From an optimization exercise on the open Yosys and OpenROAD flow, aimed at small area, a short achievable clock period and few clock cycles per item; shortcuts taken in it are not production practice.
The RTL was checked by simulation tests, not by an equivalence proof against the original design.
Power and IR drop assume default switching activity.

==> flow/design.v (outline; a module is shown in full before it is edited, if it fits) <==
// module pixconv: 4183 lines
// module pixconv_fa: 10 lines
// module pixconv_bs0: 10 lines
// module pixconv_bs1: 10 lines
module pixconv (
    input  wire        clk,
    input  wire        rst,
    input  wire        cfg_we,
    input  wire [3:0]  cfg_addr,
    input  wire [25:0] cfg_wdata,
    input  wire        in_valid,
    output wire        in_ready,
    input  wire        in_sof,
    input  wire        in_eol,
    input  wire [11:0] in_c0,
    input  wire [11:0] in_c1,
    input  wire [11:0] in_c2,
    output reg         out_valid,
    output reg  [11:0] out_c0,
    output reg  [11:0] out_c1,
    output reg  [11:0] out_c2,
    output wire [31:0] sig
);
  // ...
==> flow/flow/run.sh <==
#!/bin/bash
# The standard layout (the standard.sh: ORFS synthesis to final layout,
# unchanged), with one change: the port buffers that ORFS's buffer_ports
# inserts on every input and output are sky130_fd_sc_hd__buf_4 instead of
# the slow delay buffer it picks by default.  The make output goes to
# flow_own.log in the work folder; ORFS keeps each step's log under orfs/logs.
set -euo pipefail
W=$(pwd)
cp config.mk config_own.mk
echo 'export BUFFER_PORTS_ARGS = -buffer_cell sky130_fd_sc_hd__buf_4' >> config_own.mk
sed "s#DESIGN_CONFIG=[^ ]*#DESIGN_CONFIG=$W/config_own.mk#" standard.sh > standard_own.sh
grep -q "DESIGN_CONFIG=$W/config_own.mk" standard_own.sh
bash standard_own.sh > flow_own.log 2>&1
==> flow/standard.sh <==
#!/bin/bash
# synth_recipe.tcl (not shown) runs the flow's synth.tcl, then flattens the netlist and writes it again
# the make line also repeats each setting of config.mk as NAME=value (left out here)
make -C /OpenROAD-flow-scripts/flow DESIGN_CONFIG=/design/flow/config.mk WORK_HOME=/design/flow/orfs CLKGATE_MAP_FILE= SYNTH_SCRIPT=/design/flow/synth_recipe.tcl "${@:-finish}"
==> flow/config.mk <==
export PLATFORM = sky130hd
export DESIGN_NAME = pixconv
export DESIGN_NICKNAME = pixconv
export VERILOG_FILES = /design/flow/design.v
export SDC_FILE = /design/flow/constraint.sdc
export NUM_CORES = 4
export LEC_CHECK = 0
export CAP_MARGIN = 50
export CORE_MARGIN = 2
export CORE_UTILIZATION = 40
export PLACE_DENSITY = 0.6
export SLEW_MARGIN = 70
export SYNTH_HIERARCHICAL = 1
export SYNTH_MINIMUM_KEEP_SIZE = 0
==> flow/constraint.sdc <==
create_clock -name core_clock -period 18.0 [get_ports {clk}]
set_input_delay 3.6000 -clock core_clock [delete_from_list [all_inputs] [get_ports {clk}]]
set_output_delay 3.6000 -clock core_clock [all_outputs]
set_load 0.01 [all_outputs]
==> results.yml, run 1 <==
setup_path:
  startpoint: "s0_c1[4]"
  crit_chain: "buf_8 > buf_16 > buf_12 > nand2_1 > fa_1 > fa_1 > fa_1 > fa_1 > fa_1 > fa_1 > fa_1"
  cp_data_required_time_ns: 18.58
timing:
  maxSlewViolCount: 0
  clock.fmax_mhz: 198
  fin_crit_sh_pct: 28.0
  hold_viol: 0
  whs_ns: 0.334
synth:
  synth-main-ff-cell: "dfxtp_1"
  synth_top_family_by_area: "adder cells"
  syn_nets: 10000
  synth-adder-area-share_pct: 49.5
worst_hold_path:
  hold_start: "s1_sof"
  min_to: "s2_sof"
  worstHoldPathType: "flop to flop"
outcome:
  status: "complete, no violations"
clocking:
  htreeDepth: 3
  ctsLongestPathBuffers: 3
  cts_root_buffer: "clkbuf_16"
  cts_tree: "built"
  hold_buffers: 0
global_routing:
  grt_pass1_wl_mm: 426
  overflow: 0
floorplanning:
  num_rows: 164
route:
  highest_layer: "met5"
  met3_length_mm: 33.7
  drtIter0Drc: 6844
  wirelength_mm: 288
cells_and_area:
  buffers: 328
  clk_share_pct: 3.47
  bufAreaShareNonClock_pct: 3.89
power:
  leakage_nw: 24.8
  pg_comb_w: 0.00389
  switchingPower_w: 0.00330
  clk-power_w: 0.00191
place:
  place_ws_ns: 12.81
  gp_congestion: 0.986
Testbench counts, summed over its fixed seeds: cycles 10,155, items 10,123.
==> run 2, diff against run 1 <==
--- a/flow/design.v
+++ b/flow/design.v
@@ -16,52 +16,44 @@
     output reg  [11:0] out_c1,
     output reg  [11:0] out_c2,
     output wire [31:0] sig
 );
     reg [17:0] m00, m01, m02, m10, m11, m12, m20, m21, m22;
     reg [25:0] o0, o1, o2;
     reg        bypass;
     reg [1:0]  depth;
-    reg        w_we;
-    reg [3:0]  w_addr;
-    reg [25:0] w_data;
-    always @(posedge clk) begin
-        w_we   <= cfg_we & ~rst;
-        w_addr <= cfg_addr;
-        w_data <= cfg_wdata;
-    end
     always @(posedge clk) begin
         if (rst)
             depth <= 2'd0;
         else if (cfg_we && cfg_addr == 4'd12)
             depth <= cfg_wdata[2:1];
     end
     always @(posedge clk) begin
         if (rst) begin
             m00 <= 18'd0; m01 <= 18'd0; m02 <= 18'd0;
             m10 <= 18'd0; m11 <= 18'd0; m12 <= 18'd0;
             m20 <= 18'd0; m21 <= 18'd0; m22 <= 18'd0;
             o0 <= 26'd0; o1 <= 26'd0; o2 <= 26'd0;
             bypass <= 1'b1;
-        end else if (w_we) begin
-            case (w_addr)
-                4'd0:  m00 <= w_data[17:0];
-                4'd1:  m01 <= w_data[17:0];
-                4'd2:  m02 <= w_data[17:0];
-                4'd3:  m10 <= w_data[17:0];
-                4'd4:  m11 <= w_data[17:0];
-                4'd5:  m12 <= w_data[17:0];
-                4'd6:  m20 <= w_data[17:0];
-                4'd7:  m21 <= w_data[17:0];
-                4'd8:  m22 <= w_data[17:0];
-                4'd9:  o0  <= w_data;
-                4'd10: o1  <= w_data;
-                4'd11: o2  <= w_data;
-                4'd12: bypass <= w_data[0];
+        end else if (cfg_we) begin
+            case (cfg_addr)
+                4'd0:  m00 <= cfg_wdata[17:0];
+                4'd1:  m01 <= cfg_wdata[17:0];
+                4'd2:  m02 <= cfg_wdata[17:0];
+                4'd3:  m10 <= cfg_wdata[17:0];
+                4'd4:  m11 <= cfg_wdata[17:0];
+                4'd5:  m12 <= cfg_wdata[17:0];
+                4'd6:  m20 <= cfg_wdata[17:0];
+                4'd7:  m21 <= cfg_wdata[17:0];
+                4'd8:  m22 <= cfg_wdata[17:0];
+                4'd9:  o0  <= cfg_wdata;
+                4'd10: o1  <= cfg_wdata;
+                4'd11: o2  <= cfg_wdata;
+                4'd12: bypass <= cfg_wdata[0];
                 default: ;
             endcase
         end
     end
     wire [17:0] me00 = m00, me01 = m01, me02 = m02;
     wire [17:0] me10 = m10, me11 = m11, me12 = m12;
     wire [17:0] me20 = m20, me21 = m21, me22 = m22;
     wire [25:0] oe0 = o0, oe1 = o1, oe2 = o2;
==> run 2 against run 1 <==
Still clean on timing, DRC and antenna. First-iteration DRC count grew 3.2%. Total power is 11% higher. Register-to-register slack better by 0.09 ns. Routed wire length is 1.3% higher. Fmax rose by 1.9%.
==> results.yml, run 2 <==
place:
  gp_congestion: 0.973
  dp.final_hpwl_mm: 215
  port_buffers: 140
power:
  power.density_nw_per_um2: 100
  leakage_nw: 24.4
  ir_drop_mv: 0.151
cells_and_area:
  reg_top3: "s1_t0 (91), s1_t1 (91), s1_t2 (91)"
  drive_above_1_share_pct: 11.1
  layout_commonest_cell: "nand2_1"
  area_delta_synth_final_pct: 11.2
  layout.filler_cells: 18500
  layout_common_cells: "nand2_1, fa_1, dfxtp_1"
  fin_nets: 9844
  fin_util_pct: 44.7
timing:
  fin_crit_sh_pct: 27.5
  hold_viol: 0
  worst_pin_slew_ns: 0.525
  rsz0062_at_grt: "no"
  clock.fmax_mhz: 202
  setup_violations: 0
  slew_headroom_pct: 64.8
  fin_tns_setup_ns: 0
  maxSlewViolCount: 0
  period_needed_ns: 4.95
  finalClockSkew_ns: 0.0873
floorplanning:
  core_area_um2: 197000
  io_pins: 142
  die_h_um: 449
  num_rows: 163
  die_area_um2: 202000
  die_x_um: 449
  start_util_pct: 40.2
synth:
  netlist_top_cells_area: "fa_1, dfxtp_1, nand2_1"
  synth-main-ff-cell: "dfxtp_1"
  yosys_warnings: 7
  synth-edff-count: 0
  synth_largest_area_cell: "fa_1"
  yosysMostFrequentCell: "nand2_1"
  synth-seq-cells: 748
  synth_cells: 7886
  synthTopCellsByCount: "nand2_1, fa_1, dfxtp_1"
  syn_nets: 10000
  synthDistinctLibCells: 82
  synth_top_area_share_pct: 47.0
  synth-seq-area-share_pct: 18.9
  synthesis.area_um2: 79200
  synthArstFlopShare_pct: 0
  syn_avg_cell_area_um2: 10.0
global_routing:
  grt_max_degree: 55
  grt_pass1_vias: 64200
  grt_pass1_wl_mm: 430
  gr-usage-all-layers_pct: 29.0
  overflow: 0
  grt_antenna_before_repair: 19
clocking:
  clk_latency_ns: 0.76
  ctsLongestPathBuffers: 3
  cts_resized: 0
  cts_root_buffer: "clkbuf_16"
  clk_pin_slew_worst_paths_ns: 0.06
  cts_setup_buffers: 0
  cts.sinks: 748
  cts_buffers: 88
  htreeDepth: 3
  cts_tree: "built"
  hold_buffers: 0
setup_path:
  crit_type: "flop to flop"
  cp_num_buf_inv: 2
  crit_chain: "buf_8 > buf_4 > nand2_1 > fa_1 > fa_1 > fa_1 > fa_1 > fa_1 > fa_1 > fa_1"
  cp_data_required_time_ns: 18.56
  critPathTopFamily: "adder cells"
  end_kind: "flop"
  worst-r2r-setup-slack_ns: 13.05
  slowest_delay_ns: 0.60
  cpMostUsedCell: "fa_1"
  slowest_stage: "fa_1"
  critPathLaunchType: "flop"
  crit_path_max_fanout: 34
  cp.arrival_ns: 5.51
route:
  drc: 0
  routedWlPerCell_um: 27.9
  viasPerCell: 5.68
  wirelength_mm: 292
  num_vias: 59300
  ant_nets: 0
  first_pass_iters: 9
  drtIter0Drc: 7063
outcome:
  status: "complete, no violations"
worst_hold_path:
  worstHoldPathType: "flop to flop"
flow_run:
  maxCapViolCount: 0
-- run 2: path summary, 6_finish.rpt --
path         cells past startpoint   endpoint      from
max reg2reg                     10  s1_t2[56]  s0_c2[3]
min                              0     s2_sof    s1_sof
max                             10  s1_t2[56]  s0_c2[3]
min reg2reg                      0     s2_sof    s1_sof
-- run 2: metal layers --
layer | track usage (%) | vias to the layer above | share of wire, %
li1 | - | 23700 | -
met2 | 43.9 | 4193 | 44
met1 | 37.8 | 30600 | 38
met3 | 8.68 | 847 | 12
met5 | 0 | - | 0.018
met4 | 14.6 | 6 | 5.6
-- run 2: cell type report --
cell class / instances / area [um^2] / area share (%)
multi-input combinational: 6143 / 61500 / 69.9
inverter: 442 / 1670 / 1.89
clock inverter: 42 / 512 / 0.581
tap: 2640 / 3300 / 3.75
clock buffer: 119 / 2460 / 2.79
antenna: 14 / 35.0 / 0.0398
sequential: 748 / 15400 / 17.5
timing repair buffer: 303 / 3120 / 3.55
-- run 2: per-stage QoR --
step / power, W / hold WS [ns] / cell area, um^2 / setup WS (ns) / std cells
2_1_floorplan: 0.00504 / 0.310 / 79200 / 12.75 / 7886
3_3_place_gp: 0.00652 / 0.313 / 82300 / 12.51 / 10200
3_5_place_dp: 0.00684 / 0.316 / 84500 / 12.81 / 10300
4_1_cts: 0.00873 / 0.333 / 87400 / 13.00 / 10400
5_1_grt: 0.00923 / 0.334 / 88100 / 12.87 / 10400
6_report: 0.00881 / 0.329 / 88100 / 13.05 / 10500
-- run 2: per-module statistics from Yosys (local to each module, per instance) --
| module | copies in the design | flip-flops and latches | cells | area [um^2] |
|---|---|---|---|---|
| pixconv_fa | 1857 | 0 | 1 | 20.0 |
| pixconv | 1 | 748 | 6029 | 42000 |
-- run 2: report_power, final --
group          leakage [nW]  switching (W)  internal, W
clock                  1.45       0.000804      0.00107
combinational          16.7        0.00282      0.00199
sequential             6.23       0.000247      0.00188
-- run 2: logic make-up after synthesis --
family	count (synthesis)	share of synthesized area [%]
other	1	0.00474
AO/OA/AOI/OAI	615	4.55
buffers and inverters	995	4.73
XOR/XNOR	600	6.66
AND/OR/NAND/NOR	2839	14.6
adder cells (fa/ha/maj)	2046	50.0
flip-flops	748	18.9
multiplexers	42	0.583
Testbench counts of run 2, summed over its fixed seeds: cycles 10,155, items 10,123.
==> run 3, diff against run 2 <==
--- a/flow/config.mk
+++ b/flow/config.mk
@@ -10,2 +10,4 @@
 export CORE_UTILIZATION = 40
+export CTS_BUF_LIST = sky130_fd_sc_hd__clkbuf_8
+export CTS_CLUSTER_SIZE = 20
 export PLACE_DENSITY = 0.6
==> run 3 against run 2 <==
Still clean. Synthesized area stayed put. Hold slack hardly changed. Die area stayed put. Clock-buffer cell count is 54 higher. Total power hardly changed. Clock power hardly changed. Clock skew hardly changed. Largest cell class unchanged.
==> results.yml, run 3 <==
cells_and_area:
  layout_common_cells: "nand2_1, fa_1, dfxtp_1"
  multi_input_area_um2: 61500
  final-seq-area_um2: 15400
  stdcell_count: 10600
  area_delta_synth_final_pct: 11.5
  layout.filler_cells: 18500
  drive_above_1_share_pct: 12.1
  layout_commonest_cell: "nand2_1"
  reg_top3: "s1_t0 (91), s1_t1 (91), s1_t2 (91)"
  fin_nets: 9899
setup_path:
  crit_chain: "buf_4 > buf_16 > buf_4 > buf_16 > nand2_1 > fa_1 > fa_1 > fa_1 > fa_1 > fa_1 > fa_1 > fa_1"
  slowest_delay_ns: 0.57
  crit_path_max_fanout: 16
  cpMostUsedCell: "fa_1"
  end_kind: "flop"
  worstReg2RegStart: "s0_c2[1]"
  cp_data_required_time_ns: 18.78
  critPathLaunchType: "flop"
  slowest_stage: "fa_1"
  worstRegToRegCells: 12
  crit_type: "flop to flop"
  worst-r2r-setup-slack_ns: 12.90
  startpoint: "s0_c2[1]"
  crit_end: "s1_t0[62]"
  cp.arrival_ns: 5.88
  worstReg2RegEnd: "s1_t0[62]"
power:
  power.density_nw_per_um2: 99.7
  leakage_nw: 24.7
  ir_drop_mv: 0.124
floorplanning:
  die_x_um: 449
  core_area_um2: 197000
  num_rows: 163
  start_util_pct: 40.2
  die_h_um: 449
  io_pins: 142
  die_area_um2: 202000
synth:
  synth_largest_area_cell: "fa_1"
  synth_top_area_share_pct: 47.0
  yosysMostFrequentCell: "nand2_1"
  syn_nets: 10000
  synthesis.area_um2: 79200
  synth-main-ff-cell: "dfxtp_1"
  synthDistinctLibCells: 82
  synth_cells: 7886
  synth-seq-cells: 748
  syn_avg_cell_area_um2: 10.0
  netlist_top_cells_area: "fa_1, dfxtp_1, nand2_1"
  synth-edff-count: 0
  synthArstFlopShare_pct: 0
  synthTopCellsByCount: "nand2_1, fa_1, dfxtp_1"
  synth-seq-area-share_pct: 18.9
  yosys_warnings: 7
place:
  place_ws_ns: 12.81
  port_buffers: 140
  dp.final_hpwl_mm: 215
  placed_cells: 10300
  gp_congestion: 0.973
worst_hold_path:
  worstHoldPathType: "flop to flop"
route:
  ant_nets: 0
  viasPerCell: 5.64
  num_vias: 59500
  routedWlPerCell_um: 27.7
  drc: 0
  first_pass_iters: 9
  wirelength_mm: 293
  drtIter0Drc: 6662
timing:
  setup_slack_ns: 12.90
  maxSlewViolCount: 0
  whs_ns: 0.329
  period_needed_ns: 5.10
  rsz0062_at_grt: "no"
  fin_crit_sh_pct: 28.3
  setup_violations: 0
  clock.fmax_mhz: 196
  fin_tns_setup_ns: 0
  hold_viol: 0
  finalClockSkew_ns: 0.0877
flow_run:
  maxCapViolCount: 0
global_routing:
  grt_pass1_vias: 64800
  overflow: 0
  grt_antenna_before_repair: 23
  grt_max_degree: 55
  grt_pass1_wl_mm: 431
  gr-usage-all-layers_pct: 29.1
clocking:
  cts_setup_buffers: 0
  ctsLongestPathBuffers: 3
  htreeDepth: 4
  clk_pin_slew_worst_paths_ns: 0.06
  hold_buffers: 0
  cts_buffers: 142
  cts_root_buffer: "clkbuf_8"
  cts.sinks: 748
  cts_resized: 0
  cts_tree: "built"
  clk_latency_ns: 0.96
outcome:
  status: "complete, no violations"
[run 3: cell count changes in the layout (fill, tap and decap cells not counted), moves of 3 or more]
| cell | delta |
|---|---|
| clkbuf_1 | -19 |
| clkbuf_16 | -90 |
| clkbuf_8 | +163 |
| clkinv_2 | +4 |
| clkinv_8 | +4 |
| diode_2 | +6 |
| inv_1 | +35 |
| inv_12 | +4 |
| inv_16 | -3 |
| inv_8 | +4 |
[run 3: report_power, final]
part	switching, W	leakage [nW]	total [W]	internal (W)
combinational	0.00282	16.7	0.00480	0.00198
sequential	0.000247	6.23	0.00213	0.00188
clock	0.000856	1.73	0.00187	0.00102
total	0.00392	24.7	0.00880	0.00488
[run 3: how the worst min path moves through the flow]
stage,start,end,slack (ns),cells after the start
2_1_floorplan,s0_sof,s1_sof,0.31,0
3_3_place_gp,s0_sof,s1_sof,0.31,0
3_5_place_dp,s0_sof,s1_sof,0.32,0
4_1_cts,s0_sof,s1_sof,0.33,0
5_1_grt,s1_sof,s2_sof,0.34,0
6_report,s0_sof,s1_sof,0.33,0
[run 3: per-module statistics from Yosys (local to each module, per instance)]
| module | cells inside | copies in the design |
|---|---|---|
| pixconv_fa | 1 | 1857 |
| pixconv | 6029 | 1 |
[run 3: kinds of logic after synthesis]
family,Yosys count,synth area share [%]
and+or+nand+nor,2839,14.6
xor gates and xnor gates,600,6.66
muxes,42,0.583
AOI/OAI and AO/OA,615,4.55
DFF,748,18.9
buffers and inverters,995,4.73
adders and majority gates,2046,50.0
other,1,0.00474
[run 3: layout make-up]
type                            count  area share, %
Sequential cell                   748           17.5
Clock inverter                     87          0.859
Tap cell                         2640           3.74
Antenna cell                       20         0.0567
Timing Repair Buffer              304           3.57
Clock buffer                      173           2.70
Inverter                          442           1.89
Multi-Input combinational cell   6143           69.7
[run 3: per-stage QoR]
stage	util, %	area, um^2	total power, W
after floorplan	-	79200	0.00504
after global placement	41.8	82300	0.00652
after detailed placement	42.9	84500	0.00684
after CTS	44.5	87600	0.00873
after global routing	44.8	88300	0.00923
final	44.8	88300	0.00880
[run 3: critical path, delay by kind of cell, from the launching register on]
family | cells | cell delay [ns]
and+or+nand+nor | 1 | 0.10
DFF | 1 | 0.56
buffers and inverters | 4 | 0.97
adders and majority gates | 7 | 3.27
[run 3: routing by layer]
layer / up-vias / GRT usage, % / wire length [um]
met5: - / 0 / 55
met4: 8 / 16.0 / 17500
met3: 901 / 8.94 / 35900
met2: 4149 / 43.5 / 128000
met1: 30600 / 37.6 / 111000
li1: 23800 / - / -
==> run 4, diff against run 3 <==
--- a/flow/config.mk
+++ b/flow/config.mk
@@ -9,6 +9,4 @@
 export CORE_MARGIN = 2
-export CORE_UTILIZATION = 40
-export CTS_BUF_LIST = sky130_fd_sc_hd__clkbuf_8
-export CTS_CLUSTER_SIZE = 20
-export PLACE_DENSITY = 0.6
+export CORE_UTILIZATION = 55
+export PLACE_DENSITY = 0.65
 export SLEW_MARGIN = 70
==> run 4 against run 3 <==
Clock skew fell by 0.029 ns. Highest routed layer unchanged. Total power decreased by 0.59%. Global-route usage is 8.6 points higher. Clock power up 6%. Largest power group unchanged. Final area decreased by 1.3%. Synthesized cell count is the same.
==> results.yml, run 4 <==
place:
  place_area_um2: 83400
  port_buffers: 140
  dp.final_hpwl_mm: 202
  gp_congestion: 0.975
synth:
  syn_nets: 10000
  synthArstFlopShare_pct: 0
  synth-seq-cells: 748
  yosysMostFrequentCell: "nand2_1"
  synth_cells: 7886
  synthDistinctLibCells: 82
  syn_avg_cell_area_um2: 10.0
  synthesis.area_um2: 79200
  synth-main-ff-cell: "dfxtp_1"
  synthTopCellsByCount: "nand2_1, fa_1, dfxtp_1"
  netlist_top_cells_area: "fa_1, dfxtp_1, nand2_1"
  yosys_warnings: 7
  synth-seq-area-share_pct: 18.9
  synth_top_area_share_pct: 47.0
  synth_largest_area_cell: "fa_1"
  synth-edff-count: 0
power:
  power.density_nw_per_um2: 100
  power.total_w: 0.00875
  leakage_nw: 24.4
  ir_drop_mv: 0.172
global_routing:
  overflow: 0
  grt_pass1_vias: 63900
  grt_max_degree: 59
  grt_antenna_before_repair: 12
  grt_pass1_wl_mm: 405
  gr-usage-all-layers_pct: 37.6
clocking:
  cts_resized: 0
  clk_pin_slew_worst_paths_ns: 0.07
  cts_setup_buffers: 0
  cts_buffers: 89
  cts.sinks: 748
  htreeDepth: 3
  cts_root_buffer: "clkbuf_16"
  cts_tree: "built"
  ctsLongestPathBuffers: 3
  clk_latency_ns: 0.75
  hold_buffers: 0
route:
  first_pass_iters: 6
  viasPerCell: 6.08
  highest_layer: "met5"
  met3_length_mm: 32.4
  routedWlPerCell_um: 27.9
  num_vias: 59000
  wl_met2_mm: 118
  ant_nets: 0
  wl_met1_mm: 99.5
  drtIter0Drc: 6413
  drc: 0
  wirelength_mm: 270
setup_path:
  slowest_stage: "or4b_2"
  slowest_delay_ns: 0.86
  end_kind: "flop"
  crit_chain: "fa_1 > inv_1 > ha_2 > a21oi_1 > o21ai_1 > o41ai_1 > a21oi_2 > buf_4 > a41oi_1 > mux2_1 > a2111oi_1 > or4b_2 > o21ai_2 > a21oi_1"
  cp.arrival_ns: 5.46
  cpMostUsedCell: "a21oi_1"
  cp_num_buf_inv: 2
  crit_path_max_fanout: 10
  critPathLaunchType: "flop"
  crit_type: "flop to flop"
  cp_data_required_time_ns: 18.57
  critPathTopFamily: "compound AO/OA/AOI/OAI gates"
timing:
  rsz0062_at_grt: "no"
  finalClockSkew_ns: 0.0583
  setup_violations: 0
  period_needed_ns: 4.90
  fin_crit_sh_pct: 27.2
  hold_viol: 0
  clock.fmax_mhz: 204
  fin_tns_setup_ns: 0
  maxSlewViolCount: 0
floorplanning:
  start_util_pct: 55.2
  num_rows: 139
  core_area_um2: 143000
  die_area_um2: 147000
  die_h_um: 383
  die_x_um: 383
  io_pins: 142
outcome:
  status: "complete, no violations"
cells_and_area:
  fin_nets: 9824
  layout_common_cells: "nand2_1, fa_1, dfxtp_1"
  fin_util_pct: 60.8
  layout.filler_cells: 11800
  final_area_um2: 87200
  area_delta_synth_final_pct: 10.1
  drive_above_1_share_pct: 11.3
  layout_commonest_cell: "nand2_1"
  reg_top3: "s1_t0 (91), s1_t1 (91), s1_t2 (91)"
worst_hold_path:
  worstHoldPathType: "flop to flop"
flow_run:
  maxCapViolCount: 0
run 4: per-module statistics from Yosys, one instance, submodules excluded:
module,times used,cells
pixconv_fa,1857,1
pixconv,1,6029
run 4: path summary, 6_finish.rpt:
check             from      to  slack (ns)  depth (start not counted)
max          s1_t1[57]  r1[10]       13.10                         14
min             s0_sof  s1_sof        0.33                          0
min reg2reg     s0_sof  s1_sof        0.33                          0
max reg2reg  s1_t1[57]  r1[10]       13.10                         14
run 4: layout make-up:
cell class	count	area, um^2	share of cell area (%)
Clock buffer	105	2450	2.81
Inverter	442	1670	1.91
Antenna cell	8	20.0	0.0230
Sequential cell	748	15400	17.7
Clock inverter	63	790	0.906
Timing Repair Buffer	282	3050	3.50
Multi-Input combinational cell	6143	61400	70.4
Tap cell	1903	2380	2.73
run 4: logic make-up after synthesis:
family                     after synthesis  synth area share, %
xor gates and xnor gates               600                 6.66
muxes                                   42                0.583
DFF                                    748                 18.9
and+or+nand+nor                       2839                 14.6
adders and majority gates             2046                 50.0
other                                    1              0.00474
buffers and inverters                  995                 4.73
AOI/OAI and AO/OA                      615                 4.55
run 4: report_power, final:
group / total [W] / switching, W / internal [W]
Combinational: 0.00462 / 0.00270 / 0.00193
Clock: 0.00199 / 0.000837 / 0.00116
Sequential: 0.00213 / 0.000246 / 0.00189
run 4: stage by stage:
step / hold WS (ns) / cells / setup slack, ns
after global placement: 0.311 / 9450 / 12.00
after floorplan: 0.310 / 7886 / 12.75
after CTS: 0.332 / 9670 / 12.95
after detailed placement: 0.315 / 9502 / 12.83
final: 0.329 / 9694 / 13.10
after global routing: 0.339 / 9689 / 12.77
run 4: routing by layer:
metal	up-vias	track usage, %
li1	23600	-
met1	30200	48.4
met2	4111	55.7
met3	1012	11.4
met4	14	24.1
met5	-	0.130
==> run 5, diff against run 4 <==
--- a/flow/config.mk
+++ b/flow/config.mk
@@ -9,4 +9,4 @@
 export CORE_MARGIN = 2
-export CORE_UTILIZATION = 55
-export PLACE_DENSITY = 0.65
+export CORE_UTILIZATION = 65
+export PLACE_DENSITY = 0.7
 export SLEW_MARGIN = 70
==> run 5 against run 4 <==
Synthesized area stayed put. Final area down 0.77%. Sequential power barely moved. Synthesized cell count unchanged. Clock-buffer cell count up 17. Combinational power decreased by 1%. Total power down 2.2%. Critical path type unchanged. Critical endpoint is now s1_t0[62].
==> results.yml, run 5 <==
global_routing:
  grt_max_degree: 57
  grt_pass1_wl_mm: 412
  gr-usage-all-layers_pct: 45.5
  grt_pass1_vias: 65500
  grt_antenna_before_repair: 14
  overflow: 0
setup_path:
  critPathLaunchType: "flop"
  worstRegToRegCells: 10
  cp_num_buf_inv: 2
  worst-r2r-setup-slack_ns: 13.12
  end_kind: "flop"
  critPathTopFamily: "adder cells"
  worstReg2RegEnd: "s1_t0[62]"
  crit_path_max_fanout: 29
  cp.arrival_ns: 5.50
  crit_type: "flop to flop"
  slowest_delay_ns: 0.57
  startpoint: "s0_c1[9]"
  cpMostUsedCell: "fa_1"
  crit_end: "s1_t0[62]"
  worstReg2RegStart: "s0_c1[9]"
  worst-path-stages: 10
  crit_chain: "buf_16 > buf_6 > nand2_1 > fa_1 > fa_1 > fa_1 > fa_1 > fa_1 > fa_1 > fa_1"
  slowest_stage: "fa_1"
  cp_data_required_time_ns: 18.61
cells_and_area:
  area_delta_synth_final_pct: 9.24
  reg_top3: "s1_t0 (91), s1_t1 (91), s1_t2 (91)"
  layout_commonest_cell: "nand2_1"
  layout.filler_cells: 9066
  drive_above_1_share_pct: 11.1
  fin_nets: 9818
  layout_common_cells: "nand2_1, fa_1, dfxtp_1"
route:
  ant_nets: 0
  num_vias: 60100
  first_pass_iters: 8
  wirelength_mm: 278
  drc: 0
  routedWlPerCell_um: 29.5
  drtIter0Drc: 7938
  viasPerCell: 6.39
synth:
  yosys_warnings: 7
  synth_cells: 7886
  synthDistinctLibCells: 82
  netlist_top_cells_area: "fa_1, dfxtp_1, nand2_1"
  synth_largest_area_cell: "fa_1"
  synth-main-ff-cell: "dfxtp_1"
  synthArstFlopShare_pct: 0
  synth_top_area_share_pct: 47.0
  syn_nets: 10000
  synth-seq-cells: 748
  synth-edff-count: 0
  synthTopCellsByCount: "nand2_1, fa_1, dfxtp_1"
  syn_avg_cell_area_um2: 10.0
  yosysMostFrequentCell: "nand2_1"
  synthesis.area_um2: 79200
  synth-seq-area-share_pct: 18.9
timing:
  finalClockSkew_ns: 0.0368
  whs_ns: 0.327
  period_needed_ns: 4.88
  hold_viol: 0
  setup_violations: 0
  fin_crit_sh_pct: 27.1
  rsz0062_at_grt: "no"
  fin_tns_setup_ns: 0
  maxSlewViolCount: 0
  clock.fmax_mhz: 205
clocking:
  cts_tree: "built"
  clk_pin_slew_worst_paths_ns: 0.07
  cts_resized: 0
  hold_buffers: 0
  cts_setup_buffers: 0
  cts_buffers: 83
  htreeDepth: 3
  ctsLongestPathBuffers: 3
  cts_root_buffer: "clkbuf_16"
  cts.sinks: 748
  clk_latency_ns: 0.73
place:
  gp_congestion: 1.01
  port_buffers: 140
  dp.final_hpwl_mm: 204
floorplanning:
  io_pins: 142
  die_x_um: 353
  die_h_um: 353
  core_area_um2: 121000
  start_util_pct: 65.2
  die_area_um2: 125000
  num_rows: 128
worst_hold_path:
  worstHoldPathType: "flop to flop"
power:
  ir_drop_mv: 0.205
  power.density_nw_per_um2: 98.9
  leakage_nw: 24.2
flow_run:
  maxCapViolCount: 0
outcome:
  status: "complete, no violations"
-- run 5: worst min-delay path by stage --
stage	startpoint	to	slack, ns	cells past startpoint
floorplan	s0_sof	s1_sof	0.31	0
global placement	s1_sof	s2_sof	0.31	0
detailed placement	s1_sof	s2_sof	0.32	0
CTS	s0_sof	s1_sof	0.33	0
global route	s0_sof	s1_sof	0.33	0
finish	s0_sof	s1_sof	0.33	0
-- run 5: layout make-up --
cell class / instances / area [um^2] / area share, %
Multi-Input combinational cell: 6143 / 61400 / 71.0
Sequential cell: 748 / 15400 / 17.8
Timing Repair Buffer: 282 / 2950 / 3.41
Clock buffer: 122 / 2510 / 2.90
Tap cell: 1625 / 2030 / 2.35
Inverter: 442 / 1670 / 1.93
Clock inverter: 31 / 473 / 0.547
Antenna cell: 9 / 22.5 / 0.0260
-- run 5: logic make-up after synthesis --
group / count (synthesis) / share of synthesized area, %
compound gates: 615 / 4.55
xor+xnor: 600 / 6.66
fa+ha+maj: 2046 / 50.0
buf+inv: 995 / 4.73
flops: 748 / 18.9
mux: 42 / 0.583
other cells: 1 / 0.00474
simple gates: 2839 / 14.6
-- run 5: layer usage --
layer | share of wire (%) | vias up | global-route usage [%]
li1 | - | 23600 | -
met1 | 33 | 30200 | 55.2
met2 | 44 | 4833 | 68.8
met3 | 13 | 1452 | 13.9
met4 | 9.3 | 12 | 34.4
met5 | 0.036 | - | 0
-- run 5: where the power goes --
group | switching, W | internal (W)
combinational | 0.00263 | 0.00192
clock | 0.000781 | 0.00109
sequential | 0.000240 | 0.00189
total | 0.00365 | 0.00490
-- run 5: per-stage QoR --
stage	total power, W	area (um^2)	util [%]	worst slack (ns)	std cells
6_report	0.00855	86500	71.2	13.12	9402
5_1_grt	0.00897	86500	71.2	13.01	9399
4_1_cts	0.00847	86000	70.9	13.12	9383
3_5_place_dp	0.00659	83100	68.4	12.79	9230
3_3_place_gp	0.00633	80800	66.6	12.31	9175
2_1_floorplan	0.00504	79200	-	12.75	7886
-- run 5: Yosys stat by module (local to each module, per instance) --
module	cell area [um^2]	flip-flops and latches	copies in the design	cells
pixconv_fa	20.0	0	1857	1
pixconv	42000	748	1	6029
-- run 5: worst reg2reg max path, delay by kind of cell (launching register included) --
family,cells,cell delay [ns]
adder cells (fa/ha/maj),7,3.36
buffers and inverters,2,0.65
flip-flops,1,0.55
AND/OR/NAND/NOR,1,0.22

## static timing again, ports no longer ideal
The flow's constraints put no driver on any port. The routed layouts listed below were extracted and timed again, unchanged, in two steps.
Step 1 (the two cells are an assumption about what drives the block):
set clk [get_ports {clk}]
set_driving_cell -lib_cell sky130_fd_sc_hd__clkbuf_16 $clk
set_driving_cell -lib_cell sky130_fd_sc_hd__buf_2 [delete_from_list [all_inputs] $clk]
Step 2 moves the port delays by t, midway between the first and last clock arrival at a register: inputs arrive t later, outputs are due t later. That takes back most of the time a late clock gives input paths.
Slacks: ideal ports / drivers / drivers and shift; pairs: ideal ports / drivers.
run	t, ns	setup WS [ns]	pins driven straight from the clock port
run 1	0.827	12.954 / 12.954 / 12.721	1
run 2	0.812	13.047 / 13.047 / 12.645	1
run 3	1.008	12.900 / 12.862 / 12.611	1
run 4	0.802	13.104 / 13.104 / 12.724	1
run 5	0.793	13.116 / 13.116 / 12.629	1
After both steps every run listed still meets setup and hold. The setup slack of run 5, which loses most, moves by 0.000 ns with the drivers and by -0.487 ns with both steps.
